This design comes from an exercise in tuning for small area, a short achievable clock period and few clock cycles per item on the open sky130 flow, not from production work.
Where RTL was checked, it was by simulation tests only, not by an equivalence proof against the original.
The RTL of runs 1 and 2 was laid out without a check of its function.

File: config.mk
export PLATFORM = sky130hd
export DESIGN_NAME = aes_pipe
export DESIGN_NICKNAME = aes_pipe
export VERILOG_FILES = /design/flow/design.v
export SDC_FILE = /design/flow/constraint.sdc
export NUM_CORES = 4
export LEC_CHECK = 0
export CAP_MARGIN = 20
export CORE_MARGIN = 2
export CORE_UTILIZATION = 40
export PLACE_DENSITY = 0.5
export SLEW_MARGIN = 20
export SYNTH_HIERARCHICAL = 1
File: constraint.sdc
create_clock -name core_clock -period 8.0 [get_ports {clk}]
set_input_delay 1.6000 -clock core_clock [delete_from_list [all_inputs] [get_ports {clk}]]
set_output_delay 1.6000 -clock core_clock [all_outputs]
set_load 0.01 [all_outputs]
File: design.v
module aes_sbox (
    input  wire [7:0] a,
    output wire [7:0] y
);
    wire U0, U1, U2, U3, U4, U5, U6, U7;
    wire T1, T2, T3, T4, T5, T6, T7, T8, T9, T10, T11, T12;
    wire T13, T14, T15, T16, T17, T18, T19, T20, T21, T22, T23, T24;
    wire T25, T26, T27, M1, M2, M3, M4, M5, M6, M7, M8, M9;
    wire M10, M11, M12, M13, M14, M15, M16, M17, M18, M19, M20, M21;
    wire M22, M23, M24, M25, M26, M27, M28, M29, M30, M31, M32, M33;
    wire M34, M35, M36, M37, M38, M39, M40, M41, M42, M43, M44, M45;
    wire M46, M47, M48, M49, M50, M51, M52, M53, M54, M55, M56, M57;
    wire M58, M59, M60, M61, M62, M63, L0, L1, L2, L3, L4, L5;
    wire L6, L7, L8, L9, L10, L11, L12, L13, L14, L15, L16, L17;
    wire L18, L19, L20, L21, L22, L23, L24, L25, L26, L27, L28, L29;
    wire S0, S1, S2, S3, S4, S5, S6, S7;
    assign {U0, U1, U2, U3, U4, U5, U6, U7} = a;
    aes_g_xor2 g_T1 (.a(U0), .b(U3), .y(T1));
    aes_g_xor2 g_T2 (.a(U0), .b(U5), .y(T2));
    aes_g_xor2 g_T3 (.a(U0), .b(U6), .y(T3));
    aes_g_xor2 g_T4 (.a(U3), .b(U5), .y(T4));
    aes_g_xor2 g_T5 (.a(U4), .b(U6), .y(T5));
    aes_g_xor2 g_T6 (.a(T1), .b(T5), .y(T6));
    aes_g_xor2 g_T7 (.a(U1), .b(U2), .y(T7));
    aes_g_xor2 g_T8 (.a(U7), .b(T6), .y(T8));
    aes_g_xor2 g_T9 (.a(U7), .b(T7), .y(T9));
    aes_g_xor2 g_T10 (.a(T6), .b(T7), .y(T10));
    aes_g_xor2 g_T11 (.a(U1), .b(U5), .y(T11));
    aes_g_xor2 g_T12 (.a(U2), .b(U5), .y(T12));
    aes_g_xor2 g_T13 (.a(T3), .b(T4), .y(T13));
    aes_g_xor2 g_T14 (.a(T6), .b(T11), .y(T14));
    aes_g_xor2 g_T15 (.a(T5), .b(T11), .y(T15));
    aes_g_xor2 g_T16 (.a(T5), .b(T12), .y(T16));
    aes_g_xor2 g_T17 (.a(T9), .b(T16), .y(T17));
    aes_g_xor2 g_T18 (.a(U3), .b(U7), .y(T18));
    aes_g_xor2 g_T19 (.a(T7), .b(T18), .y(T19));
    aes_g_xor2 g_T20 (.a(T1), .b(T19), .y(T20));
    aes_g_xor2 g_T21 (.a(U6), .b(U7), .y(T21));
    aes_g_xor2 g_T22 (.a(T7), .b(T21), .y(T22));
    aes_g_xor2 g_T23 (.a(T2), .b(T22), .y(T23));
    aes_g_xor2 g_T24 (.a(T2), .b(T10), .y(T24));
    aes_g_xor2 g_T25 (.a(T20), .b(T17), .y(T25));
    aes_g_xor2 g_T26 (.a(T3), .b(T16), .y(T26));
    aes_g_xor2 g_T27 (.a(T1), .b(T12), .y(T27));
    aes_g_nand2 g_M1 (.a(T13), .b(T6), .y(M1));
    aes_g_nand2 g_M2 (.a(T23), .b(T8), .y(M2));
    aes_g_xnor2 g_M3 (.a(T14), .b(M1), .y(M3));
    aes_g_nand2 g_M4 (.a(T19), .b(U7), .y(M4));
    aes_g_xor2 g_M5 (.a(M4), .b(M1), .y(M5));
    aes_g_nand2 g_M6 (.a(T3), .b(T16), .y(M6));
    aes_g_nand2 g_M7 (.a(T22), .b(T9), .y(M7));
    aes_g_xnor2 g_M8 (.a(T26), .b(M6), .y(M8));
    aes_g_nand2 g_M9 (.a(T20), .b(T17), .y(M9));
    aes_g_xor2 g_M10 (.a(M9), .b(M6), .y(M10));
    aes_g_nand2 g_M11 (.a(T1), .b(T15), .y(M11));
    aes_g_nand2 g_M12 (.a(T4), .b(T27), .y(M12));
    aes_g_xor2 g_M13 (.a(M12), .b(M11), .y(M13));
    aes_g_nand2 g_M14 (.a(T2), .b(T10), .y(M14));
    aes_g_xor2 g_M15 (.a(M14), .b(M11), .y(M15));
    aes_g_xnor2 g_M16 (.a(M3), .b(M2), .y(M16));
    aes_g_xor2 g_M17 (.a(M5), .b(T24), .y(M17));
    aes_g_xnor2 g_M18 (.a(M8), .b(M7), .y(M18));
    aes_g_xor2 g_M19 (.a(M10), .b(M15), .y(M19));
    aes_g_xor2 g_M20 (.a(M16), .b(M13), .y(M20));
    aes_g_xor2 g_M21 (.a(M17), .b(M15), .y(M21));
    aes_g_xor2 g_M22 (.a(M18), .b(M13), .y(M22));
    aes_g_xor2 g_M23 (.a(M19), .b(T25), .y(M23));
    aes_g_xor2 g_M24 (.a(M22), .b(M23), .y(M24));
    aes_g_nand2 g_M25 (.a(M22), .b(M20), .y(M25));
    aes_g_xnor2 g_M26 (.a(M21), .b(M25), .y(M26));
    aes_g_xor2 g_M27 (.a(M20), .b(M21), .y(M27));
    aes_g_xnor2 g_M28 (.a(M23), .b(M25), .y(M28));
    aes_g_nand2 g_M29 (.a(M28), .b(M27), .y(M29));
    aes_g_nand2 g_M30 (.a(M26), .b(M24), .y(M30));
    aes_g_and2 g_M31 (.a(M20), .b(M23), .y(M31));
    aes_g_nand2 g_M32 (.a(M27), .b(M31), .y(M32));
    aes_g_xnor2 g_M33 (.a(M27), .b(M25), .y(M33));
    aes_g_and2 g_M34 (.a(M21), .b(M22), .y(M34));
    aes_g_nand2 g_M35 (.a(M24), .b(M34), .y(M35));
    aes_g_xnor2 g_M36 (.a(M24), .b(M25), .y(M36));
    aes_g_xnor2 g_M37 (.a(M21), .b(M29), .y(M37));
    aes_g_xnor2 g_M38 (.a(M32), .b(M33), .y(M38));
    aes_g_xnor2 g_M39 (.a(M23), .b(M30), .y(M39));
    aes_g_xnor2 g_M40 (.a(M35), .b(M36), .y(M40));
    aes_g_xor2 g_M41 (.a(M38), .b(M40), .y(M41));
    aes_g_xor2 g_M42 (.a(M37), .b(M39), .y(M42));
    aes_g_xor2 g_M43 (.a(M37), .b(M38), .y(M43));
    aes_g_xor2 g_M44 (.a(M39), .b(M40), .y(M44));
    aes_g_xor2 g_M45 (.a(M42), .b(M41), .y(M45));
    aes_g_nand2 g_M46 (.a(M44), .b(T6), .y(M46));
    aes_g_nand2 g_M47 (.a(M40), .b(T8), .y(M47));
    aes_g_nand2 g_M48 (.a(M39), .b(U7), .y(M48));
    aes_g_nand2 g_M49 (.a(M43), .b(T16), .y(M49));
    aes_g_nand2 g_M50 (.a(M38), .b(T9), .y(M50));
    aes_g_nand2 g_M51 (.a(M37), .b(T17), .y(M51));
    aes_g_nand2 g_M52 (.a(M42), .b(T15), .y(M52));
    aes_g_nand2 g_M53 (.a(M45), .b(T27), .y(M53));
    aes_g_nand2 g_M54 (.a(M41), .b(T10), .y(M54));
    aes_g_nand2 g_M55 (.a(M44), .b(T13), .y(M55));
    aes_g_nand2 g_M56 (.a(M40), .b(T23), .y(M56));
    aes_g_nand2 g_M57 (.a(M39), .b(T19), .y(M57));
    aes_g_nand2 g_M58 (.a(M43), .b(T3), .y(M58));
    aes_g_nand2 g_M59 (.a(M38), .b(T22), .y(M59));
    aes_g_nand2 g_M60 (.a(M37), .b(T20), .y(M60));
    aes_g_nand2 g_M61 (.a(M42), .b(T1), .y(M61));
    aes_g_nand2 g_M62 (.a(M45), .b(T4), .y(M62));
    aes_g_nand2 g_M63 (.a(M41), .b(T2), .y(M63));
    aes_g_xor2 g_L0 (.a(M61), .b(M62), .y(L0));
    aes_g_xor2 g_L1 (.a(M50), .b(M56), .y(L1));
    aes_g_xor2 g_L2 (.a(M46), .b(M48), .y(L2));
    aes_g_xor2 g_L3 (.a(M47), .b(M55), .y(L3));
    aes_g_xor2 g_L4 (.a(M54), .b(M58), .y(L4));
    aes_g_xor2 g_L5 (.a(M49), .b(M61), .y(L5));
    aes_g_xnor2 g_L6 (.a(M62), .b(L5), .y(L6));
    aes_g_xnor2 g_L7 (.a(M46), .b(L3), .y(L7));
    aes_g_xor2 g_L8 (.a(M51), .b(M59), .y(L8));
    aes_g_xor2 g_L9 (.a(M52), .b(M53), .y(L9));
    aes_g_xnor2 g_L10 (.a(M53), .b(L4), .y(L10));
    aes_g_xnor2 g_L11 (.a(M60), .b(L2), .y(L11));
    aes_g_xor2 g_L12 (.a(M48), .b(M51), .y(L12));
    aes_g_xnor2 g_L13 (.a(M50), .b(L0), .y(L13));
    aes_g_xor2 g_L14 (.a(M52), .b(M61), .y(L14));
    aes_g_xnor2 g_L15 (.a(M55), .b(L1), .y(L15));
    aes_g_xnor2 g_L16 (.a(M56), .b(L0), .y(L16));
    aes_g_xnor2 g_L17 (.a(M57), .b(L1), .y(L17));
    aes_g_xnor2 g_L18 (.a(M58), .b(L8), .y(L18));
    aes_g_xnor2 g_L19 (.a(M63), .b(L4), .y(L19));
    aes_g_xor2 g_L20 (.a(L0), .b(L1), .y(L20));
    aes_g_xor2 g_L21 (.a(L1), .b(L7), .y(L21));
    aes_g_xor2 g_L22 (.a(L3), .b(L12), .y(L22));
    aes_g_xor2 g_L23 (.a(L18), .b(L2), .y(L23));
    aes_g_xor2 g_L24 (.a(L15), .b(L9), .y(L24));
    aes_g_xor2 g_L25 (.a(L6), .b(L10), .y(L25));
    aes_g_xor2 g_L26 (.a(L7), .b(L9), .y(L26));
    aes_g_xor2 g_L27 (.a(L8), .b(L10), .y(L27));
    aes_g_xor2 g_L28 (.a(L11), .b(L14), .y(L28));
    aes_g_xor2 g_L29 (.a(L11), .b(L17), .y(L29));
    aes_g_xor2 g_S0 (.a(L6), .b(L24), .y(S0));
    aes_g_xnor2 g_S1 (.a(L16), .b(L26), .y(S1));
    aes_g_xnor2 g_S2 (.a(L19), .b(L28), .y(S2));
    aes_g_xor2 g_S3 (.a(L6), .b(L21), .y(S3));
    aes_g_xor2 g_S4 (.a(L20), .b(L22), .y(S4));
    aes_g_xor2 g_S5 (.a(L25), .b(L29), .y(S5));
    aes_g_xnor2 g_S6 (.a(L13), .b(L27), .y(S6));
    aes_g_xnor2 g_S7 (.a(L6), .b(L23), .y(S7));
    assign y = {S0, S1, S2, S3, S4, S5, S6, S7};
endmodule
module aes_sbox_a (
    input  wire [7:0] a,
    output wire [14:0] c
);
    wire U0, U1, U2, U3, U4, U5, U6, U7;
    wire T1, T2, T3, T4, T5, T6, T7, T8, T9, T10, T11, T12;
    wire T13, T14, T15, T16, T17, T18, T19, T20, T21, T22, T23, T24;
    wire T25, T26, T27, M1, M2, M3, M4, M5, M6, M7, M8, M9;
    wire M10, M11, M12, M13, M14, M15, M16, M17, M18, M19, M20, M21;
    wire M22, M23, M25, M27, M34;
    assign {U0, U1, U2, U3, U4, U5, U6, U7} = a;
    aes_g_xor2 g_T1 (.a(U0), .b(U3), .y(T1));
    aes_g_xor2 g_T2 (.a(U0), .b(U5), .y(T2));
    aes_g_xor2 g_T3 (.a(U0), .b(U6), .y(T3));
    aes_g_xor2 g_T4 (.a(U3), .b(U5), .y(T4));
    aes_g_xor2 g_T5 (.a(U4), .b(U6), .y(T5));
    aes_g_xor2 g_T6 (.a(T1), .b(T5), .y(T6));
    aes_g_xor2 g_T7 (.a(U1), .b(U2), .y(T7));
    aes_g_xor2 g_T8 (.a(U7), .b(T6), .y(T8));
    aes_g_xor2 g_T9 (.a(U7), .b(T7), .y(T9));
    aes_g_xor2 g_T10 (.a(T6), .b(T7), .y(T10));
    aes_g_xor2 g_T11 (.a(U1), .b(U5), .y(T11));
    aes_g_xor2 g_T12 (.a(U2), .b(U5), .y(T12));
    aes_g_xor2 g_T13 (.a(T3), .b(T4), .y(T13));
    aes_g_xor2 g_T14 (.a(T6), .b(T11), .y(T14));
    aes_g_xor2 g_T15 (.a(T5), .b(T11), .y(T15));
    aes_g_xor2 g_T16 (.a(T5), .b(T12), .y(T16));
    aes_g_xor2 g_T17 (.a(T9), .b(T16), .y(T17));
    aes_g_xor2 g_T18 (.a(U3), .b(U7), .y(T18));
    aes_g_xor2 g_T19 (.a(T7), .b(T18), .y(T19));
    aes_g_xor2 g_T20 (.a(T1), .b(T19), .y(T20));
    aes_g_xor2 g_T21 (.a(U6), .b(U7), .y(T21));
    aes_g_xor2 g_T22 (.a(T7), .b(T21), .y(T22));
    aes_g_xor2 g_T23 (.a(T2), .b(T22), .y(T23));
    aes_g_xor2 g_T24 (.a(T2), .b(T10), .y(T24));
    aes_g_xor2 g_T25 (.a(T20), .b(T17), .y(T25));
    aes_g_xor2 g_T26 (.a(T3), .b(T16), .y(T26));
    aes_g_xor2 g_T27 (.a(T1), .b(T12), .y(T27));
    aes_g_nand2 g_M1 (.a(T13), .b(T6), .y(M1));
    aes_g_nand2 g_M2 (.a(T23), .b(T8), .y(M2));
    aes_g_xnor2 g_M3 (.a(T14), .b(M1), .y(M3));
    aes_g_nand2 g_M4 (.a(T19), .b(U7), .y(M4));
    aes_g_xor2 g_M5 (.a(M4), .b(M1), .y(M5));
    aes_g_nand2 g_M6 (.a(T3), .b(T16), .y(M6));
    aes_g_nand2 g_M7 (.a(T22), .b(T9), .y(M7));
    aes_g_xnor2 g_M8 (.a(T26), .b(M6), .y(M8));
    aes_g_nand2 g_M9 (.a(T20), .b(T17), .y(M9));
    aes_g_xor2 g_M10 (.a(M9), .b(M6), .y(M10));
    aes_g_nand2 g_M11 (.a(T1), .b(T15), .y(M11));
    aes_g_nand2 g_M12 (.a(T4), .b(T27), .y(M12));
    aes_g_xor2 g_M13 (.a(M12), .b(M11), .y(M13));
    aes_g_nand2 g_M14 (.a(T2), .b(T10), .y(M14));
    aes_g_xor2 g_M15 (.a(M14), .b(M11), .y(M15));
    aes_g_xnor2 g_M16 (.a(M3), .b(M2), .y(M16));
    aes_g_xor2 g_M17 (.a(M5), .b(T24), .y(M17));
    aes_g_xnor2 g_M18 (.a(M8), .b(M7), .y(M18));
    aes_g_xor2 g_M19 (.a(M10), .b(M15), .y(M19));
    aes_g_xor2 g_M20 (.a(M16), .b(M13), .y(M20));
    aes_g_xor2 g_M21 (.a(M17), .b(M15), .y(M21));
    aes_g_xor2 g_M22 (.a(M18), .b(M13), .y(M22));
    aes_g_xor2 g_M23 (.a(M19), .b(T25), .y(M23));
    aes_g_and2 g_M25 (.a(M22), .b(M20), .y(M25));
    aes_g_xor2 g_M27 (.a(M20), .b(M21), .y(M27));
    aes_g_and2 g_M34 (.a(M21), .b(M22), .y(M34));
    assign c = {M20, M21, M22, M23, M25, M27, M34, U0, U1, U2, U3, U4, U5, U6, U7};
endmodule
module aes_sbox_b (
    input  wire [14:0] c,
    output wire [7:0] y
);
    wire M20, M21, M22, M23, M25, M27, M34, U0, U1, U2, U3, U4, U5, U6, U7;
    wire T1, T2, T3, T4, T5, T6, T7, T8, T9, T10, T11, T12;
    wire T13, T15, T16, T17, T18, T19, T20, T21, T22, T23, T27, M24;
    wire M26, M28, M29, M30, M31, M32, M33, M35, M36, M37, M38, M39;
    wire M40, M41, M42, M43, M44, M45, M46, M47, M48, M49, M50, M51;
    wire M52, M53, M54, M55, M56, M57, M58, M59, M60, M61, M62, M63;
    wire L0, L1, L2, L3, L4, L5, L6, L7, L8, L9, L10, L11;
    wire L12, L13, L14, L15, L16, L17, L18, L19, L20, L21, L22, L23;
    wire L24, L25, L26, L27, L28, L29;
    wire S0, S1, S2, S3, S4, S5, S6, S7;
    assign {M20, M21, M22, M23, M25, M27, M34, U0, U1, U2, U3, U4, U5, U6, U7} = c;
    aes_g_xor2 g_T1 (.a(U0), .b(U3), .y(T1));
    aes_g_xor2 g_T2 (.a(U0), .b(U5), .y(T2));
    aes_g_xor2 g_T3 (.a(U0), .b(U6), .y(T3));
    aes_g_xor2 g_T4 (.a(U3), .b(U5), .y(T4));
    aes_g_xor2 g_T5 (.a(U4), .b(U6), .y(T5));
    aes_g_xor2 g_T6 (.a(T1), .b(T5), .y(T6));
    aes_g_xor2 g_T7 (.a(U1), .b(U2), .y(T7));
    aes_g_xor2 g_T8 (.a(U7), .b(T6), .y(T8));
    aes_g_xor2 g_T9 (.a(U7), .b(T7), .y(T9));
    aes_g_xor2 g_T10 (.a(T6), .b(T7), .y(T10));
    aes_g_xor2 g_T11 (.a(U1), .b(U5), .y(T11));
    aes_g_xor2 g_T12 (.a(U2), .b(U5), .y(T12));
    aes_g_xor2 g_T13 (.a(T3), .b(T4), .y(T13));
    aes_g_xor2 g_T15 (.a(T5), .b(T11), .y(T15));
    aes_g_xor2 g_T16 (.a(T5), .b(T12), .y(T16));
    aes_g_xor2 g_T17 (.a(T9), .b(T16), .y(T17));
    aes_g_xor2 g_T18 (.a(U3), .b(U7), .y(T18));
    aes_g_xor2 g_T19 (.a(T7), .b(T18), .y(T19));
    aes_g_xor2 g_T20 (.a(T1), .b(T19), .y(T20));
    aes_g_xor2 g_T21 (.a(U6), .b(U7), .y(T21));
    aes_g_xor2 g_T22 (.a(T7), .b(T21), .y(T22));
    aes_g_xor2 g_T23 (.a(T2), .b(T22), .y(T23));
    aes_g_xor2 g_T27 (.a(T1), .b(T12), .y(T27));
    aes_g_xor2 g_M24 (.a(M22), .b(M23), .y(M24));
    aes_g_xor2 g_M26 (.a(M21), .b(M25), .y(M26));
    aes_g_xor2 g_M28 (.a(M23), .b(M25), .y(M28));
    aes_g_nand2 g_M29 (.a(M28), .b(M27), .y(M29));
    aes_g_nand2 g_M30 (.a(M26), .b(M24), .y(M30));
    aes_g_and2 g_M31 (.a(M20), .b(M23), .y(M31));
    aes_g_nand2 g_M32 (.a(M27), .b(M31), .y(M32));
    aes_g_xor2 g_M33 (.a(M27), .b(M25), .y(M33));
    aes_g_nand2 g_M35 (.a(M24), .b(M34), .y(M35));
    aes_g_xor2 g_M36 (.a(M24), .b(M25), .y(M36));
    aes_g_xnor2 g_M37 (.a(M21), .b(M29), .y(M37));
    aes_g_xnor2 g_M38 (.a(M32), .b(M33), .y(M38));
    aes_g_xnor2 g_M39 (.a(M23), .b(M30), .y(M39));
    aes_g_xnor2 g_M40 (.a(M35), .b(M36), .y(M40));
    aes_g_xor2 g_M41 (.a(M38), .b(M40), .y(M41));
    aes_g_xor2 g_M42 (.a(M37), .b(M39), .y(M42));
    aes_g_xor2 g_M43 (.a(M37), .b(M38), .y(M43));
    aes_g_xor2 g_M44 (.a(M39), .b(M40), .y(M44));
    aes_g_xor2 g_M45 (.a(M42), .b(M41), .y(M45));
    aes_g_nand2 g_M46 (.a(M44), .b(T6), .y(M46));
    aes_g_nand2 g_M47 (.a(M40), .b(T8), .y(M47));
    aes_g_nand2 g_M48 (.a(M39), .b(U7), .y(M48));
    aes_g_nand2 g_M49 (.a(M43), .b(T16), .y(M49));
    aes_g_nand2 g_M50 (.a(M38), .b(T9), .y(M50));
    aes_g_nand2 g_M51 (.a(M37), .b(T17), .y(M51));
    aes_g_nand2 g_M52 (.a(M42), .b(T15), .y(M52));
    aes_g_nand2 g_M53 (.a(M45), .b(T27), .y(M53));
    aes_g_nand2 g_M54 (.a(M41), .b(T10), .y(M54));
    aes_g_nand2 g_M55 (.a(M44), .b(T13), .y(M55));
    aes_g_nand2 g_M56 (.a(M40), .b(T23), .y(M56));
    aes_g_nand2 g_M57 (.a(M39), .b(T19), .y(M57));
    aes_g_nand2 g_M58 (.a(M43), .b(T3), .y(M58));
    aes_g_nand2 g_M59 (.a(M38), .b(T22), .y(M59));
    aes_g_nand2 g_M60 (.a(M37), .b(T20), .y(M60));
    aes_g_nand2 g_M61 (.a(M42), .b(T1), .y(M61));
    aes_g_nand2 g_M62 (.a(M45), .b(T4), .y(M62));
    aes_g_nand2 g_M63 (.a(M41), .b(T2), .y(M63));
    aes_g_xor2 g_L0 (.a(M61), .b(M62), .y(L0));
    aes_g_xor2 g_L1 (.a(M50), .b(M56), .y(L1));
    aes_g_xor2 g_L2 (.a(M46), .b(M48), .y(L2));
    aes_g_xor2 g_L3 (.a(M47), .b(M55), .y(L3));
    aes_g_xor2 g_L4 (.a(M54), .b(M58), .y(L4));
    aes_g_xor2 g_L5 (.a(M49), .b(M61), .y(L5));
    aes_g_xnor2 g_L6 (.a(M62), .b(L5), .y(L6));
    aes_g_xnor2 g_L7 (.a(M46), .b(L3), .y(L7));
    aes_g_xor2 g_L8 (.a(M51), .b(M59), .y(L8));
    aes_g_xor2 g_L9 (.a(M52), .b(M53), .y(L9));
    aes_g_xnor2 g_L10 (.a(M53), .b(L4), .y(L10));
    aes_g_xnor2 g_L11 (.a(M60), .b(L2), .y(L11));
    aes_g_xor2 g_L12 (.a(M48), .b(M51), .y(L12));
    aes_g_xnor2 g_L13 (.a(M50), .b(L0), .y(L13));
    aes_g_xor2 g_L14 (.a(M52), .b(M61), .y(L14));
    aes_g_xnor2 g_L15 (.a(M55), .b(L1), .y(L15));
    aes_g_xnor2 g_L16 (.a(M56), .b(L0), .y(L16));
    aes_g_xnor2 g_L17 (.a(M57), .b(L1), .y(L17));
    aes_g_xnor2 g_L18 (.a(M58), .b(L8), .y(L18));
    aes_g_xnor2 g_L19 (.a(M63), .b(L4), .y(L19));
    aes_g_xor2 g_L20 (.a(L0), .b(L1), .y(L20));
    aes_g_xor2 g_L21 (.a(L1), .b(L7), .y(L21));
    aes_g_xor2 g_L22 (.a(L3), .b(L12), .y(L22));
    aes_g_xor2 g_L23 (.a(L18), .b(L2), .y(L23));
    aes_g_xor2 g_L24 (.a(L15), .b(L9), .y(L24));
    aes_g_xor2 g_L25 (.a(L6), .b(L10), .y(L25));
    aes_g_xor2 g_L26 (.a(L7), .b(L9), .y(L26));
    aes_g_xor2 g_L27 (.a(L8), .b(L10), .y(L27));
    aes_g_xor2 g_L28 (.a(L11), .b(L14), .y(L28));
    aes_g_xor2 g_L29 (.a(L11), .b(L17), .y(L29));
    aes_g_xor2 g_S0 (.a(L6), .b(L24), .y(S0));
    aes_g_xnor2 g_S1 (.a(L16), .b(L26), .y(S1));
    aes_g_xnor2 g_S2 (.a(L19), .b(L28), .y(S2));
    aes_g_xor2 g_S3 (.a(L6), .b(L21), .y(S3));
    aes_g_xor2 g_S4 (.a(L20), .b(L22), .y(S4));
    aes_g_xor2 g_S5 (.a(L25), .b(L29), .y(S5));
    aes_g_xnor2 g_S6 (.a(L13), .b(L27), .y(S6));
    aes_g_xnor2 g_S7 (.a(L6), .b(L23), .y(S7));
    assign y = {S0, S1, S2, S3, S4, S5, S6, S7};
endmodule
module aes_g_xor2 (
    input  wire a,
    input  wire b,
    output wire y
);
    assign y = a ^ b;
endmodule
module aes_g_xnor2 (
    input  wire a,
    input  wire b,
    output wire y
);
    assign y = ~(a ^ b);
endmodule
module aes_g_and2 (
    input  wire a,
    input  wire b,
    output wire y
);
    assign y = a & b;
endmodule
module aes_g_nand2 (
    input  wire a,
    input  wire b,
    output wire y
);
    assign y = ~(a & b);
endmodule
module aes_g_nor2 (
    input  wire a,
    input  wire b,
    output wire y
);
    assign y = ~(a | b);
endmodule
module aes_pipe (
    input  wire         clk,
    input  wire         rst,         
    input  wire         in_valid,
    output wire         in_ready,
    input  wire         in_key256,   
    input  wire [255:0] in_key,
    input  wire [127:0] in_block,
    output reg          out_valid,
    output reg  [127:0] out_block
);
    localparam integer CW = 15;      
    reg [127:0]      s0;             
    reg [127:0]      ka0, kb0;
    reg              v0, w0;         
    reg [3:0]        r0;             
    reg [16*CW-1:0]  m1;
    reg [4*CW-1:0]   km1;
    reg [127:0]      ka1, kb1;
    reg              v1, w1;
    reg [3:0]        r1;
    reg [127:0]      sub2;
    reg [31:0]       t2;             
    reg [127:0]      ka2, kb2;
    reg              v2, w2;
    reg [3:0]        r2;
    reg  load;
    wire last1  = w1 ? (r1 == 4'd14) : (r1 == 4'd10);
    wire last2  = w2 ? (r2 == 4'd14) : (r2 == 4'd10);
    wire v0_n   = load ? in_valid : (v2 && !last2);
    wire ok0_n  = load ? !(in_valid && in_key256)
                       : (!v2 || last2 || !w2 || (r2 >= 4'd4));
    wire ok1_n  = !v0 || !w0 || (r0 >= 4'd5);
    wire load_n = (!v1 || last1) && ok0_n && ok1_n;
    assign in_ready = load;
    always @(posedge clk) begin
        if (rst) begin
            v0        <= 1'b0;
            v1        <= 1'b0;
            v2        <= 1'b0;
            out_valid <= 1'b0;
            load      <= 1'b1;
        end else begin
            v0        <= v0_n;
            v1        <= v0;
            v2        <= v1;
            out_valid <= v2 && last2;
            load      <= load_n;
        end
    end
    wire [127:0]     x  = s0 ^ kb0;
    wire [31:0]      kw = ka0[31:0];      
    wire [16*CW-1:0] m_a;
    wire [4*CW-1:0]  km_a;
    genvar gi;
    generate
        for (gi = 0; gi < 16; gi = gi + 1) begin : g_sa
            aes_sbox_a u_sa (.a(x[8*gi +: 8]), .c(m_a[CW*gi +: CW]));
        end
        for (gi = 0; gi < 4; gi = gi + 1) begin : g_ksa
            aes_sbox_a u_sa (.a(kw[8*gi +: 8]), .c(km_a[CW*gi +: CW]));
        end
    endgenerate
    always @(posedge clk) begin
        m1  <= m_a;
        km1 <= km_a;
        ka1 <= ka0;
        kb1 <= kb0;
        w1  <= w0;
        r1  <= r0;
    end
    wire [127:0] sub_b;
    wire [31:0]  t_b;
    generate
        for (gi = 0; gi < 16; gi = gi + 1) begin : g_sb
            aes_sbox_b u_sb (.c(m1[CW*gi +: CW]), .y(sub_b[8*gi +: 8]));
        end
        for (gi = 0; gi < 4; gi = gi + 1) begin : g_ksb
            aes_sbox_b u_sb (.c(km1[CW*gi +: CW]), .y(t_b[8*gi +: 8]));
        end
    endgenerate
    always @(posedge clk) begin
        sub2 <= sub_b;
        t2   <= t_b;
        ka2  <= ka1;
        kb2  <= kb1;
        w2   <= w1;
        r2   <= r1;
    end
    wire [127:0] sr;
    generate
        for (gi = 0; gi < 16; gi = gi + 1) begin : g_shift
            localparam integer SRC = (gi % 4) + 4 * (((gi / 4) + (gi % 4)) % 4);
            assign sr[127 - 8*gi -: 8] = sub2[127 - 8*SRC -: 8];
        end
    endgenerate
    wire [127:0] mc;
    generate
        for (gi = 0; gi < 4; gi = gi + 1) begin : g_mc
            aes_mixcol u_mc (.a(sr[32*gi +: 32]), .y(mc[32*gi +: 32]));
        end
    endgenerate
    wire rot = !w2 || r2[0];
    reg [7:0] rcon;
    always @(*) begin
        case ({w2, r2})
            5'h01: rcon = 8'h01;
            5'h02: rcon = 8'h02;
            5'h03: rcon = 8'h04;
            5'h04: rcon = 8'h08;
            5'h05: rcon = 8'h10;
            5'h06: rcon = 8'h20;
            5'h07: rcon = 8'h40;
            5'h08: rcon = 8'h80;
            5'h09: rcon = 8'h1b;
            5'h0a: rcon = 8'h36;
            5'h11: rcon = 8'h01;
            5'h13: rcon = 8'h02;
            5'h15: rcon = 8'h04;
            5'h17: rcon = 8'h08;
            5'h19: rcon = 8'h10;
            5'h1b: rcon = 8'h20;
            5'h1d: rcon = 8'h40;
            default: rcon = 8'h00;
        endcase
    end
    wire [31:0]  t_w = (rot ? {t2[23:0], t2[31:24]} : t2) ^ {rcon, 24'h0};
    wire [31:0]  p0  = kb2[127:96];
    wire [31:0]  p1  = kb2[127:96] ^ kb2[95:64];
    wire [31:0]  p2  = p1 ^ kb2[63:32];
    wire [31:0]  p3  = p1 ^ (kb2[63:32] ^ kb2[31:0]);
    wire [127:0] nk  = {p0 ^ t_w, p1 ^ t_w, p2 ^ t_w, p3 ^ t_w};
    wire [127:0] rk  = w2 ? ka2 : nk;
    always @(posedge clk) begin
        if (load) begin
            s0  <= in_block;
            ka0 <= {in_key[127:32], in_key256 ? in_key[31:0] : in_key[159:128]};
            kb0 <= in_key[255:128];
            w0  <= in_key256;
            r0  <= 4'd1;
        end else begin
            s0  <= mc;
            ka0 <= nk;
            kb0 <= rk;
            w0  <= w2;
            r0  <= r2 + 4'd1;
        end
        out_block <= sr ^ rk;
    end
endmodule
module aes_mixcol (
    input  wire [31:0] a,
    output wire [31:0] y
);
    wire [7:0] b [0:3];      
    wire [7:0] p [0:3];      
    wire [7:0] q [0:3];      
    wire [7:0] x [0:3];      
    genvar i, j;
    generate
        for (i = 0; i < 4; i = i + 1) begin : g_col
            assign b[i] = a[31 - 8*i -: 8];
        end
        for (i = 0; i < 4; i = i + 1) begin : g_byte
            for (j = 0; j < 8; j = j + 1) begin : g_bit
                aes_g_xor2 g_p (.a(b[i][j]), .b(b[(i+1)%4][j]), .y(p[i][j]));
            end
        end
        for (i = 0; i < 4; i = i + 1) begin : g_q
            for (j = 0; j < 8; j = j + 1) begin : g_bit
                aes_g_xor2 g_q (.a(b[(i+1)%4][j]), .b(p[(i+2)%4][j]), .y(q[i][j]));
            end
        end
        for (i = 0; i < 4; i = i + 1) begin : g_xt
            assign x[i][0] = p[i][7];
            aes_g_xor2 g_x1 (.a(p[i][0]), .b(p[i][7]), .y(x[i][1]));
            assign x[i][2] = p[i][1];
            aes_g_xor2 g_x3 (.a(p[i][2]), .b(p[i][7]), .y(x[i][3]));
            aes_g_xor2 g_x4 (.a(p[i][3]), .b(p[i][7]), .y(x[i][4]));
            assign x[i][5] = p[i][4];
            assign x[i][6] = p[i][5];
            assign x[i][7] = p[i][6];
        end
        for (i = 0; i < 4; i = i + 1) begin : g_y
            for (j = 0; j < 8; j = j + 1) begin : g_bit
                aes_g_xor2 g_y (.a(x[i][j]), .b(q[i][j]), .y(y[31 - 8*i - 7 + j]));
            end
        end
    endgenerate
endmodule
File: run.sh
#!/bin/bash
# synth_recipe.tcl (not shown) runs the flow's synth.tcl, then flattens the netlist and writes it again
# the make line also repeats each setting of config.mk as NAME=value (left out here)
make -C /OpenROAD-flow-scripts/flow DESIGN_CONFIG=/design/flow/config.mk WORK_HOME=/design/flow/orfs CLKGATE_MAP_FILE= SYNTH_SCRIPT=/design/flow/synth_recipe.tcl finish
==> impl_results.md, run 1 <==
- Pre-CTS WS: 4.59 ns
- Period utilization: 0.506
- CP max stage delay: 0.93 ns
- PortBufs: 517
- Post-route setup slack: 3.96 ns
- Net count after synthesis: 7325
- Slew @ Worst Pin: 1.22 ns
- CTS Sinks: 1512
- WP data arrival: 2.44 ns
- CTS resizes: 0
- Die Ht: 430 um
- Clock latency on the worst-skew pair: 0.79 ns
- Full die area: 185000 um2
- Worst r2r src: w2
- Routed vias: 43.2k
- Status: no timing/DRC/antenna violations
- Synth area leader: dfxtp_1
- Placed Instances: 9276
- Layout Skew: 0.0270 ns
- Reg-to-reg setup timing slack: 4.64 ns
- Max clock buf depth: 3
- Rel. slew slack: 0.179
- Buf+Inv Stages, Crit Path: 1
- Congestion Overflow GR: 0
- Area contributors post-synth: dfxtp_1, xor2_1, xnor2_1
- Startpoint types: flip-flop
- Critical path fanouts, max: 73
- Largest family of logic cells by synthesized area: XOR/XNOR gates
- Synth warn: 8
- Sequential area share after synthesis: 0.417
- Post-route insts no fill: 9581
- Final wirelength: 231000 um
- CTS clk-pin slew, worst paths: 0.06 ns
- Crit path cell chain: clkdlybuf4s50_1
- Period minus WS final: 4.04 ns
- CTS buffer count: 166
- Initial DRC Count: 2521
- Synth Area in Compound Gates: 0.0185
- FF+latch area: 30300 um2
- Final Hold Violating Endpoints: 0
- Yosys cell types: 38
- Die extent in x: 430 um
- Fill cell count: 17.0k
- DP Wirelength: 191000 um
- Initial Util: 0.402
- Xor/xnor share of the synthesized area: 0.405
- Delay-heaviest family, CP: flip-flops
- Hold WS: 0.314 ns
- Simple-Gate Fraction of Synth Area: 0.0518
- Hold WC Path Type: reg2reg
- Syn Inst Count: 6931
- CP max stage cell: dfxtp_4
- Cts hold-fix bufs: 0
- Max Slew Vio Count: 0
- Top Ports: 518
- Row count: 156
- Core box area: 181000 um2
- FF-to-FF path depth: 6
- Synthesized area per cell: 10.5 um2
- Crit path capture type: primary output
- Gpl congestion: 0.911
- Share of Yosys cell area claimed by the top area cell type: 0.417
- # setup viols final: 0
- Max_cap viols: 0
- Crit Reg-Reg Endpoint: kb0[102]
- Critical Path Stages: 1
- Worst EP required: 6.40 ns
- Layout Nets: 7468
- EDFF count, synth: 0
- FMAX: 247 MHz
- Area of the multi-input gates: 38500 um2
- CP Launch Point: load
- Ys async rst share: 0
- TNS Setup: 0 ns
- Clock root buffer: clkbuf_16
- Number of global-route vias before repair: 44.7k
- GRT Util Overall: 0.245
- CTS tree: yes
- Global-route wire length before repair: 321000 um
- Initial antenna violation count: 13
- Detail Route Antenna Nets: 0
- Via/cell ratio: 4.51
- Fraction of layout cells with a size suffix above 1: 0.0766
- DRT Pass-1 Iters: 5
- Largest net degree at the start of global routing: 154
- Cell area after synthesis: 72600 um2
- H-tree depth: 4
- RSZ-0062 raised after global routing: no
- # DRC: 0
- Setup Fix Bufs, Post-CTS: 0
- Synth Register Bits: 1512
- Synthesis-to-finish area growth: 13.8%
- Top FF cell, synth: dfxtp_1
- Post-synthesis mux area share: 0.0539
- Routed length per placed instance: 24.1 um
- Post-synthesis adder-cell area fraction: 0.00103
- Critical path class: reg2out
- CP Capture Point: in_ready
-- modules after synthesis, one instance, submodules excluded, excerpt --
| module | cells inside | flip-flops and latches | area [um2] | times used |
|---|---|---|---|---|
| aes_sbox_a | 15 | 0 | 113 | 20 |
| aes_g_nand2 | 1 | 0 | 3.75 | 620 |
| aes_sbox_b | 8 | 0 | 60.1 | 20 |
| aes_g_xnor2 | 1 | 0 | 8.76 | 440 |
| aes_g_xor2 | 1 | 0 | 8.76 | 2332 |
| aes_g_and2 | 1 | 0 | 6.26 | 60 |
| aes_pipe | 3019 | 1512 | 42200 | 1 |
-- worst min path at each step --
stage / slack [ns] / to / startpoint / depth (start not counted)
final: 0.31 / ka1[71] / ka0[71] / 0
after global routing: 0.31 / ka2[42] / ka1[42] / 0
after CTS: 0.31 / ka2[106] / ka1[106] / 0
after detailed placement: 0.31 / ka1[108] / ka0[108] / 0
after global placement: 0.31 / ka2[7] / ka1[7] / 0
after floorplan: 0.31 / ka1[100] / ka0[100] / 0
-- cell usage in the layout, fill, tap and decap left out, types with 3 or more instances in the layout --
cell type and count:
xor2_1 2688, dfxtp_1 1510, nand2_1 847, xnor2_1 585, clkdlybuf4s50_1 516, mux2_2 242, clkbuf_16 171, o21ai_0 128
o21ai_1 97, mux2i_1 62, and2_1 60, clkbuf_8 33, clkbuf_1 33, xnor3_1 32, nor2_1 27, a21oi_1 26
clkinv_2 24, mux2i_4 23, bufinv_16 14, buf_4 12, clkinv_4 9, inv_1 8, clkinvlp_4 8, inv_6 7
diode_2 6, ha_1 6, o22ai_1 4, nand2b_1 3, nor2b_1 3
-- logic make-up (layout without fill, tap and decap cells) --
family | after synthesis | after routing
simple gates | 950 | 950
compound gates | 263 | 263
flops | 1512 | 1512
other cells | 0 | 6
mux | 331 | 331
buf+inv | 564 | 838
xor+xnor | 3305 | 3305
fa+ha+maj | 6 | 6
-- synthesized netlist by cell type (4+ instances only) --
master and number:
o21ai_1 93, and2_1 60, xor2_1 2688, ha_1 6, mux2_2 242, buf_2 15
xnor3_1 32, mux2i_1 62, o22ai_1 4, buf_4 461, nand2_1 847, xnor2_1 585
nand2b_1 4, clkbuf_1 67, buf_6 4, inv_1 8, dfxtp_1 1512, o21ai_0 132
mux2i_4 23, nor2_1 27, buf_1 9, a21oi_1 26
-- per-stage QoR --
| stage | cell area [um2] | utilization |
|---|---|---|
| 4_1_cts | 82700 | 0.458 |
| 3_5_place_dp | 77100 | 0.427 |
| 5_1_grt | 82700 | 0.458 |
| 2_1_floorplan | 72600 | - |
| 6_report | 82700 | 0.458 |
| 3_3_place_gp | 77100 | 0.427 |
-- state kept, by name (all words and copies together), names as in the netlist, 60 cells and up --
signal	count
kb2	128
kb0	128
kb1	128
km1	60
out_block	128
ka1	128
s0	128
ka0	128
ka2	128
sub2	128
m1	240
-- metal layers --
metal	GRT usage	wire length, um	vias up
met5	0	0	-
met4	0.106	10500	0
met3	0.0304	7740	289
met2	0.420	112000	893
met1	0.307	101000	20524
li1	-	-	21500
-- final cells by class --
| cell class | count | share of cell area |
|---|---|---|
| inverters | 8 | 0.000363 |
| well taps | 2370 | 0.0359 |
| clock inverters | 62 | 0.00896 |
| repair buffers | 531 | 0.0641 |
| clock buffers | 237 | 0.0588 |
| diodes | 6 | 0.000182 |
| multi-input cells | 4855 | 0.466 |
| flip-flops and latches | 1512 | 0.366 |
==> inputs of run 2 (changes only) <==
==> flow/run.sh (new file) <==
#!/bin/bash
# The standard layout (the standard.sh, unchanged synthesis and steps),
# with one change: the buffer that buffer_ports puts on every input and
# output port is a plain buf_2 instead of the delay cell it picks by itself.
set -euo pipefail
export BUFFER_PORTS_ARGS="-buffer_cell sky130_fd_sc_hd__buf_2"
bash standard.sh > standard.log 2>&1
==> standard.sh (new file) <==
#!/bin/bash
# synth_recipe.tcl (not shown) runs the flow's synth.tcl, then flattens the netlist and writes it again
# the make line also repeats each setting of config.mk as NAME=value (left out here)
make -C /OpenROAD-flow-scripts/flow DESIGN_CONFIG=/design/flow/config.mk WORK_HOME=/design/flow/orfs CLKGATE_MAP_FILE= SYNTH_SCRIPT=/design/flow/synth_recipe.tcl "${@:-finish}"
--- a/config.mk
+++ b/config.mk
@@ -9,5 +9,6 @@
 export CORE_MARGIN = 2
 export CORE_UTILIZATION = 40
 export PLACE_DENSITY = 0.5
+export SETUP_SLACK_MARGIN = 5
 export SLEW_MARGIN = 20
 export SYNTH_HIERARCHICAL = 1
removed: run.sh
==> run 2 against run 1 <==
Die area did not move. Highest routed layer unchanged. Count of clock-buffer cells in the layout fell by 4. Routed wire length increased by 0.84%. Synthesized cell count unchanged. Largest cell class unchanged. Maximum frequency rose by 35%.
==> impl_results.md, run 2 <==
- Syn Inst Count: 6931
- Hold Crit Depth: 0
- Gpl congestion: 0.927
- CP Launch Point: r2[0]
- Full die area: 185000 um2
- H-tree depth: 4
- FF-to-FF path depth: 5
- Rel. slew slack: 0.230
- CTS clk-pin slew, worst paths: 0.06 ns
- Layout Skew: 0.0258 ns
- Yosys cell types: 38
- DP Wirelength: 191000 um
- Critical path fanouts, max: 16
- Area contributors post-synth: dfxtp_1, xor2_1, xnor2_1
- Pre-CTS WS: 4.65 ns
- Max_cap viols: 0
- Clock root buffer: clkbuf_16
- Slew @ Worst Pin: 1.14 ns
- Worst EP required: 8.69 ns
- Top FF cell, synth: dfxtp_1
- Synthesis-to-finish area growth: 12.1%
- CP max stage delay: 0.58 ns
- Initial antenna violation count: 8
- Status: no timing/DRC/antenna violations
- Most common cell after layout, fill and taps aside: xor2_1
- Fraction of layout cells with a size suffix above 1: 0.170
- Top reg by flops: m1
- Commonest cells in the netlist: xor2_1, dfxtp_1, nand2_1
- PortBufs: 517
- Crit path cell chain: nand2b_4 > mux2i_4 > xor2_1 > o21ai_1 > mux2_2
- GRT Util Overall: 0.246
- Startpoint types: flip-flop
- Hold WS: 0.314 ns
- CTS buffer count: 167
- Count leader, synth: xor2_1
- Routed length per placed instance: 24.3 um
- Synth area leader: dfxtp_1
- Critical path class: reg2reg
- FMAX: 335 MHz
- CP max stage cell: nand2b_4
- Util after Layout: 0.451
- Synth Register Bits: 1512
- Post-route setup slack: 5.01 ns
- CTS tree: yes
- Final wirelength: 233000 um
- Crit path capture type: flip-flop
- EDFF count, synth: 0
- CTS Sinks: 1512
- Cell area after synthesis: 72600 um2
- Buf+Inv Stages, Crit Path: 0
- # DRC: 0
- Max FFs per register: 240
- Initial Util: 0.402
- Reg-to-reg setup timing slack: 5.01 ns
- Worst r2r src: r2[0]
- Via/cell ratio: 4.54
- Global-route wire length before repair: 324000 um
- Clock latency on the worst-skew pair: 0.80 ns
- Net count after synthesis: 7325
- DRT Pass-1 Iters: 5
- Largest net degree at the start of global routing: 157
- RSZ-0062 raised after global routing: yes
- CP Capture Point: kb0[100]
- Final non-filler cell area: 81400 um2
- # setup viols final: 0
- Top Ports: 518
- Max clock buf depth: 3
- Core box area: 181000 um2
- Share of Yosys cell area claimed by the top area cell type: 0.417
- DP Area: 74500 um2
- Hold WC Path Type: reg2reg
- Routed vias: 43.5k
- Synth warn: 8
- Sequential area share after synthesis: 0.417
- Initial DRC Count: 2350
- TNS Setup: 0 ns
- Detail Route Antenna Nets: 0
- Congestion Overflow GR: 0
- Period utilization: 0.373
- WP data arrival: 3.68 ns
- Critical Path Stages: 5
- Ys async rst share: 0
- Crit Reg-Reg Endpoint: kb0[100]
- Commonest non-fill, non-tap cells in the layout: xor2_1, dfxtp_1, nand2_1
- Die Ht: 430 um
- Number of global-route vias before repair: 44.8k
- Row count: 156
- Layout Nets: 7474
- Die extent in x: 430 um
- Delay-heaviest family, CP: multiplexers
- Final Hold Violating Endpoints: 0
- Fill cell count: 17.1k
- Period minus WS final: 2.99 ns
- Max Slew Vio Count: 0
- Synthesized area per cell: 10.5 um2
-- run 2: cell counts after synthesis --
Identical to the previous run, type by type.
-- run 2: worst min path at each step --
stage          startpoint       end  slack (ns)
2_1_floorplan    ka0[100]  ka1[100]        0.31
3_3_place_gp      ka1[36]   ka2[36]        0.31
3_5_place_dp      kb1[90]   kb2[90]        0.31
4_1_cts           ka1[58]   ka2[58]        0.31
5_1_grt           ka1[64]   ka2[64]        0.32
6_report          ka1[48]   ka2[48]        0.31
-- run 2: logic make-up after synthesis --
kind of cell | synth area share
adders and majority gates | 0.00103
and+or+nand+nor | 0.0518
AOI/OAI and AO/OA | 0.0185
muxes | 0.0539
buffers and inverters | 0.0536
xor gates and xnor gates | 0.405
DFF | 0.417
-- run 2: final cells by class --
cell class / instances / area [um2] / area share
Multi-Input combinational cell: 4856 / 39400 / 0.483
Sequential cell: 1512 / 30400 / 0.373
Clock buffer: 233 / 4890 / 0.0600
Tap cell: 2370 / 2970 / 0.0364
Timing Repair Buffer: 535 / 2800 / 0.0344
Clock inverter: 70 / 1010 / 0.0124
Inverter: 8 / 30.0 / 0.000369
Antenna cell: 10 / 25.0 / 0.000307
-- run 2: per-module statistics from Yosys (local to each module, per instance), a selection --
module       cells inside  flip-flops and latches  times used
aes_sbox_a             15                       0          20
aes_g_xor2              1                       0        2332
aes_g_xnor2             1                       0         440
aes_g_and2              1                       0          60
aes_g_nand2             1                       0         620
aes_sbox_b              8                       0          20
aes_pipe             3019                    1512           1
-- run 2: stage by stage --
stage / cells
finish: 9594
global route: 9585
CTS: 9584
detailed placement: 9277
global placement: 9277
floorplan: 6931
-- run 2: metal layers --
metal / vias up / track usage / wire [um]
li1: 21448 / - / -
met2: 941 / 0.417 / 111000
met3: 286 / 0.0281 / 7740
met4: 0 / 0.110 / 11300
met1: 20845 / 0.314 / 102000
met5: - / 0 / 0
-- run 2: what timing repair did --
| action | in CTS | in global routing |
|---|---|---|
| buffers inserted | 3 | 0 |
| resized for setup | 55 | 112 |
| hold buffers | 0 | 0 |
| cloned | 1 | 0 |
| setup endpoints to repair | 66 | 170 |
-- run 2: worst reg2reg max path, cell delays in order (launching register included) --
cell	delay [ns]
dfxtp_1	0.53
nand2b_4	0.58
mux2i_4	0.47
xor2_1	0.55
o21ai_1	0.38
mux2_2	0.37
==> inputs of run 3 (changes only) <==
--- a/design.v
+++ b/design.v
@@ -209,46 +209,33 @@
     aes_g_and2 g_M25 (.a(M22), .b(M20), .y(M25));
     aes_g_xor2 g_M27 (.a(M20), .b(M21), .y(M27));
     aes_g_and2 g_M34 (.a(M21), .b(M22), .y(M34));
-    assign c = {M20, M21, M22, M23, M25, M27, M34, U0, U1, U2, U3, U4, U5, U6, U7};
+    assign c = {M20, M21, M22, M23, M25, M27, M34, U7, T1, T2, T3, T15, T16, T22, T27};
 endmodule
 module aes_sbox_b (
     input  wire [14:0] c,
     output wire [7:0] y
 );
-    wire M20, M21, M22, M23, M25, M27, M34, U0, U1, U2, U3, U4, U5, U6, U7;
-    wire T1, T2, T3, T4, T5, T6, T7, T8, T9, T10, T11, T12;
-    wire T13, T15, T16, T17, T18, T19, T20, T21, T22, T23, T27, M24;
-    wire M26, M28, M29, M30, M31, M32, M33, M35, M36, M37, M38, M39;
-    wire M40, M41, M42, M43, M44, M45, M46, M47, M48, M49, M50, M51;
-    wire M52, M53, M54, M55, M56, M57, M58, M59, M60, M61, M62, M63;
-    wire L0, L1, L2, L3, L4, L5, L6, L7, L8, L9, L10, L11;
-    wire L12, L13, L14, L15, L16, L17, L18, L19, L20, L21, L22, L23;
-    wire L24, L25, L26, L27, L28, L29;
+    wire M20, M21, M22, M23, M25, M27, M34, U7, T1, T2, T3, T15;
+    wire T16, T22, T27;
+    wire T4, T13, T6, T10, T17, T20, T23, T8, T19, T9, M24, M26;
+    wire M28, M29, M30, M31, M32, M33, M35, M36, M37, M38, M39, M40;
+    wire M41, M42, M43, M44, M45, M46, M47, M48, M49, M50, M51, M52;
+    wire M53, M54, M55, M56, M57, M58, M59, M60, M61, M62, M63, L0;
+    wire L1, L2, L3, L4, L5, L6, L7, L8, L9, L10, L11, L12;
+    wire L13, L14, L15, L16, L17, L18, L19, L20, L21, L22, L23, L24;
+    wire L25, L26, L27, L28, L29;
     wire S0, S1, S2, S3, S4, S5, S6, S7;
-    assign {M20, M21, M22, M23, M25, M27, M34, U0, U1, U2, U3, U4, U5, U6, U7} = c;
-    aes_g_xor2 g_T1 (.a(U0), .b(U3), .y(T1));
-    aes_g_xor2 g_T2 (.a(U0), .b(U5), .y(T2));
-    aes_g_xor2 g_T3 (.a(U0), .b(U6), .y(T3));
-    aes_g_xor2 g_T4 (.a(U3), .b(U5), .y(T4));
-    aes_g_xor2 g_T5 (.a(U4), .b(U6), .y(T5));
-    aes_g_xor2 g_T6 (.a(T1), .b(T5), .y(T6));
-    aes_g_xor2 g_T7 (.a(U1), .b(U2), .y(T7));
-    aes_g_xor2 g_T8 (.a(U7), .b(T6), .y(T8));
-    aes_g_xor2 g_T9 (.a(U7), .b(T7), .y(T9));
-    aes_g_xor2 g_T10 (.a(T6), .b(T7), .y(T10));
-    aes_g_xor2 g_T11 (.a(U1), .b(U5), .y(T11));
-    aes_g_xor2 g_T12 (.a(U2), .b(U5), .y(T12));
+    assign {M20, M21, M22, M23, M25, M27, M34, U7, T1, T2, T3, T15, T16, T22, T27} = c;
+    aes_g_xor2 g_T4 (.a(T1), .b(T2), .y(T4));
     aes_g_xor2 g_T13 (.a(T3), .b(T4), .y(T13));
-    aes_g_xor2 g_T15 (.a(T5), .b(T11), .y(T15));
-    aes_g_xor2 g_T16 (.a(T5), .b(T12), .y(T16));
-    aes_g_xor2 g_T17 (.a(T9), .b(T16), .y(T17));
-    aes_g_xor2 g_T18 (.a(U3), .b(U7), .y(T18));
-    aes_g_xor2 g_T19 (.a(T7), .b(T18), .y(T19));
-    aes_g_xor2 g_T20 (.a(T1), .b(T19), .y(T20));
-    aes_g_xor2 g_T21 (.a(U6), .b(U7), .y(T21));
-    aes_g_xor2 g_T22 (.a(T7), .b(T21), .y(T22));
+    aes_g_xor2 g_T6 (.a(T16), .b(T27), .y(T6));
+    aes_g_xor2 g_T10 (.a(T15), .b(T27), .y(T10));
+    aes_g_xor2 g_T17 (.a(U7), .b(T15), .y(T17));
+    aes_g_xor2 g_T20 (.a(T3), .b(T22), .y(T20));
     aes_g_xor2 g_T23 (.a(T2), .b(T22), .y(T23));
-    aes_g_xor2 g_T27 (.a(T1), .b(T12), .y(T27));
+    aes_g_xor2 g_T8 (.a(U7), .b(T6), .y(T8));
+    aes_g_xor2 g_T19 (.a(T1), .b(T20), .y(T19));
+    aes_g_xor2 g_T9 (.a(T16), .b(T17), .y(T9));
     aes_g_xor2 g_M24 (.a(M22), .b(M23), .y(M24));
     aes_g_xor2 g_M26 (.a(M21), .b(M25), .y(M26));
     aes_g_xor2 g_M28 (.a(M23), .b(M25), .y(M28));
@@ -384,6 +371,8 @@
     reg [3:0]        r1;
     reg [127:0]      sub2;
     reg [31:0]       t2;             
+    reg              rot2;           
+    reg [7:0]        rcon2;          
     reg [127:0]      ka2, kb2;
     reg              v2, w2;
     reg [3:0]        r2;
@@ -442,9 +431,34 @@
             aes_sbox_b u_sb (.c(km1[CW*gi +: CW]), .y(t_b[8*gi +: 8]));
         end
     endgenerate
+    reg [7:0] rcon_b;
+    always @(*) begin
+        case ({w1, r1})
+            5'h01: rcon_b = 8'h01;
+            5'h02: rcon_b = 8'h02;
+            5'h03: rcon_b = 8'h04;
+            5'h04: rcon_b = 8'h08;
+            5'h05: rcon_b = 8'h10;
+            5'h06: rcon_b = 8'h20;
+            5'h07: rcon_b = 8'h40;
+            5'h08: rcon_b = 8'h80;
+            5'h09: rcon_b = 8'h1b;
+            5'h0a: rcon_b = 8'h36;
+            5'h11: rcon_b = 8'h01;
+            5'h13: rcon_b = 8'h02;
+            5'h15: rcon_b = 8'h04;
+            5'h17: rcon_b = 8'h08;
+            5'h19: rcon_b = 8'h10;
+            5'h1b: rcon_b = 8'h20;
+            5'h1d: rcon_b = 8'h40;
+            default: rcon_b = 8'h00;
+        endcase
+    end
     always @(posedge clk) begin
-        sub2 <= sub_b;
-        t2   <= t_b;
+        sub2  <= sub_b;
+        t2    <= t_b;
+        rot2  <= !w1 || r1[0];
+        rcon2 <= rcon_b;
         ka2  <= ka1;
         kb2  <= kb1;
         w2   <= w1;
@@ -463,31 +477,7 @@
             aes_mixcol u_mc (.a(sr[32*gi +: 32]), .y(mc[32*gi +: 32]));
         end
     endgenerate
-    wire rot = !w2 || r2[0];
-    reg [7:0] rcon;
-    always @(*) begin
-        case ({w2, r2})
-            5'h01: rcon = 8'h01;
-            5'h02: rcon = 8'h02;
-            5'h03: rcon = 8'h04;
-            5'h04: rcon = 8'h08;
-            5'h05: rcon = 8'h10;
-            5'h06: rcon = 8'h20;
-            5'h07: rcon = 8'h40;
-            5'h08: rcon = 8'h80;
-            5'h09: rcon = 8'h1b;
-            5'h0a: rcon = 8'h36;
-            5'h11: rcon = 8'h01;
-            5'h13: rcon = 8'h02;
-            5'h15: rcon = 8'h04;
-            5'h17: rcon = 8'h08;
-            5'h19: rcon = 8'h10;
-            5'h1b: rcon = 8'h20;
-            5'h1d: rcon = 8'h40;
-            default: rcon = 8'h00;
-        endcase
-    end
-    wire [31:0]  t_w = (rot ? {t2[23:0], t2[31:24]} : t2) ^ {rcon, 24'h0};
+    wire [31:0]  t_w = (rot2 ? {t2[23:0], t2[31:24]} : t2) ^ {rcon2, 24'h0};
     wire [31:0]  p0  = kb2[127:96];
     wire [31:0]  p1  = kb2[127:96] ^ kb2[95:64];
     wire [31:0]  p2  = p1 ^ kb2[63:32];
--- a/config.mk
+++ b/config.mk
@@ -7,8 +7,11 @@
 export LEC_CHECK = 0
 export CAP_MARGIN = 20
 export CORE_MARGIN = 2
-export CORE_UTILIZATION = 40
-export PLACE_DENSITY = 0.5
+export CORE_UTILIZATION = 60
+export CTS_BUF_LIST = sky130_fd_sc_hd__clkbuf_16
+export CTS_CLUSTER_DIAMETER = 60
+export CTS_CLUSTER_SIZE = 30
+export PLACE_DENSITY = 0.72
 export SETUP_SLACK_MARGIN = 5
 export SLEW_MARGIN = 20
 export SYNTH_HIERARCHICAL = 1
==> run 3 against run 2 <==
Largest cell class unchanged. Still clean. Count of clock-buffer cells in the layout is 129 lower. Clock skew grew 0.017 ns. Synthesized area decreased by 4.6%. Via count down 4.5%. Routed wire length shrank 19%. Critical path depth shrank 4. Sequential share of layout area is 3.2 points higher.
==> impl_results.md, run 3 <==
- Status: no timing/DRC/antenna violations
- Area of the multi-input gates: 35800 um2
- Synthesis-to-finish area growth: 7.96%
- Layout Nets: 7006
- Routed length per placed instance: 22.9 um
- Sequential area share after synthesis: 0.437
- Layout Skew: 0.0424 ns
- CP max stage cell: dfxtp_1
- Top reg by flops: m1
- EDFF count, synth: 0
- Hold WC Path Type: reg2reg
- Ys async rst share: 0
- Crit path cell chain: buf_2
- CTS tree: yes
- Detail Route Antenna Nets: 0
- Period minus WS final: 2.97 ns
- Initial antenna violation count: 9
- Via/cell ratio: 5.06
- Gpl congestion: 0.976
- DP Wirelength: 151000 um
- Count leader, synth: xor2_1
- Synthesized area per cell: 10.6 um2
- Worst EP required: 6.40 ns
- Most common cell after layout, fill and taps aside: xor2_1
- Rel. slew slack: 0.261
- # setup viols final: 0
- Top FF cell, synth: dfxtp_1
- Area contributors post-synth: dfxtp_1, xor2_1, xnor2_1
- PortBufs: 517
- Critical path class: reg2out
- Fraction of layout cells with a size suffix above 1: 0.160
- CTS buffer count: 104
- Commonest cells in the netlist: xor2_1, dfxtp_1, nand2_1
- Buf+Inv Stages, Crit Path: 1
- Initial Util: 0.605
- Die extent in x: 344 um
- CP max stage delay: 0.46 ns
- FMAX: 336 MHz
- Max clock buf depth: 3
- Die Ht: 344 um
- Fill cell count: 9224
- Congestion Overflow GR: 0
- RSZ-0062 raised after global routing: yes
- WP data arrival: 1.37 ns
- Synth area leader: dfxtp_1
- CTS clk-pin slew, worst paths: 0.09 ns
- Period utilization: 0.372
- Crit path capture type: primary output
- # DRC: 0
- Number of global-route vias before repair: 41.2k
- Commonest non-fill, non-tap cells in the layout: xor2_1, dfxtp_1, nand2_1
- Routed vias: 41.5k
- Synth Register Bits: 1513
- Delay-heaviest family, CP: flip-flops
- Startpoint types: flip-flop
- Largest net degree at the start of global routing: 175
- Row count: 124
- CTS Sinks: 1513
- H-tree depth: 3
- Reg-to-reg setup timing slack: 5.05 ns
- Final Hold Violating Endpoints: 0
- Max Slew Vio Count: 0
- Clock root buffer: clkbuf_16
- Critical path fanouts, max: 1
- Global-route wire length before repair: 267000 um
- Synth warn: 8
- Full die area: 118000 um2
- Max_cap viols: 0
- Final wirelength: 188000 um
- GRT Util Overall: 0.310
- Yosys cell types: 37
- Clock latency on the worst-skew pair: 0.74 ns
- Core box area: 115000 um2
- TNS Setup: 0 ns
- Cell area after synthesis: 69300 um2
- Slew @ Worst Pin: 1.10 ns
- Initial DRC Count: 3247
- Top Ports: 518
- Max FFs per register: 240
- FF+latch area: 30300 um2
- Share of Yosys cell area claimed by the top area cell type: 0.437
- DRT Pass-1 Iters: 5
- Net count after synthesis: 6928
- Cts hold-fix bufs: 0
- Syn Inst Count: 6534
## run 3: cell count changes after synthesis, sizes merged, moves of 3 or more
cell / delta
buf: -8
xnor2: +25
o21ai: -29
nand2: -30
mux2i: +35
xor2: -391
clkbuf: +6
mux2: -3
inv: -5
## run 3: modules after synthesis (local to each module, per instance), a selection
| module | copies in the design | cell area [um2] | flops+latches | cells |
|---|---|---|---|---|
| aes_sbox_b | 20 | 60.1 | 0 | 8 |
| aes_g_and2 | 60 | 6.26 | 0 | 1 |
| aes_sbox_a | 20 | 113 | 0 | 15 |
| aes_g_xnor2 | 440 | 8.76 | 0 | 1 |
| aes_g_nand2 | 620 | 3.75 | 0 | 1 |
| aes_g_xor2 | 2072 | 8.76 | 0 | 1 |
| aes_pipe | 1 | 41100 | 1513 | 2882 |
## run 3: layout make-up
cell class / instances / area share
antenna: 3 / 0.000100
clock buffer: 104 / 0.0348
clock inverter: 92 / 0.0200
inverter: 3 / 0.000151
multi-input combinational: 4464 / 0.478
sequential: 1513 / 0.405
tap: 1512 / 0.0253
timing repair buffer: 526 / 0.0363
## run 3: per-stage QoR
stage	cells	hold slack [ns]	worst slack, ns	utilization	cell area [um2]
global route	8214	0.314	4.96	0.653	74800
global placement	8015	0.310	4.78	0.611	70000
detailed placement	8015	0.312	4.82	0.612	70000
floorplan	6534	0.310	5.11	-	69300
CTS	8214	0.311	5.02	0.648	74200
finish	8217	0.310	5.03	0.653	74800
## run 3: timing repair
| item | in CTS | in global routing |
|---|---|---|
| cloned | 0 | 0 |
| gates resized for setup | 7 | 83 |
| setup endpoints to repair | 33 | 82 |
| setup buffers | 3 | 0 |
| pin swaps | 0 | 2 |
| hold endpoints to repair | 0 | 0 |
## run 3: path summary, 6_finish.rpt
check,from,cells after the start,to
max reg2reg,m1[221],8,sub2[112]
max,out_block[44],1,out_block[44]
min,kb1[19],0,kb2[19]
min reg2reg,kb1[19],0,kb2[19]
## run 3: per-layer routing
metal | vias up | wire, um | GRT usage
met5 | - | 13 | 0
met4 | 2 | 8010 | 0.127
met2 | 1307 | 86300 | 0.502
met1 | 19880 | 82100 | 0.420
met3 | 283 | 11600 | 0.0417
li1 | 20075 | - | -
## run 3: logic make-up after synthesis
| kind of cell | share of synthesized area |
|---|---|
| XOR/XNOR | 0.378 |
| flip-flops | 0.437 |
| adder cells (fa/ha/maj) | 0.00108 |
| multiplexers | 0.0572 |
| AO/OA/AOI/OAI | 0.0171 |
| AND/OR/NAND/NOR | 0.0533 |
| buffers and inverters | 0.0558 |
Testbench counts of run 3, summed over its fixed seeds: cycles 15,907, items 1,280.

[afterwards: timing with drivers on the ports]
In the flow no input, the clock included, has a driving cell. The finished layouts below were timed again as built, in two steps.
Step 1 sets driving cells, clkbuf_16 on the clock port and buf_2 on the other inputs (assumed; they add their load-dependent delay and slew).
Step 2 adds t to the input delays and takes it off the output delays; t is the mean of the earliest and latest rising clock arrival at the registers after step 1. Input paths then give back, and output paths get back, about the clock's delay inside the block.
a / b / c = no drivers / after step 1 / after step 2; a / b = the first two.
run	shift t [ns]	slack for setup (ns)	worst setup path after step 2	worst slew at a driven data input, ns	cell pins on the clock port's net
run 1	0.860	3.956 / 3.872 / 4.639	register to register	0.15	1
run 2	0.881	5.013 / 4.958 / 4.969	input to register	0.13	1
run 3	0.794	5.026 / 4.950 / 4.995	input to register	0.14	1
After both steps every run listed still meets setup and hold. For run 2, which loses most, drivers alone change the setup slack by -0.055 ns; drivers and shift together by -0.044 ns.
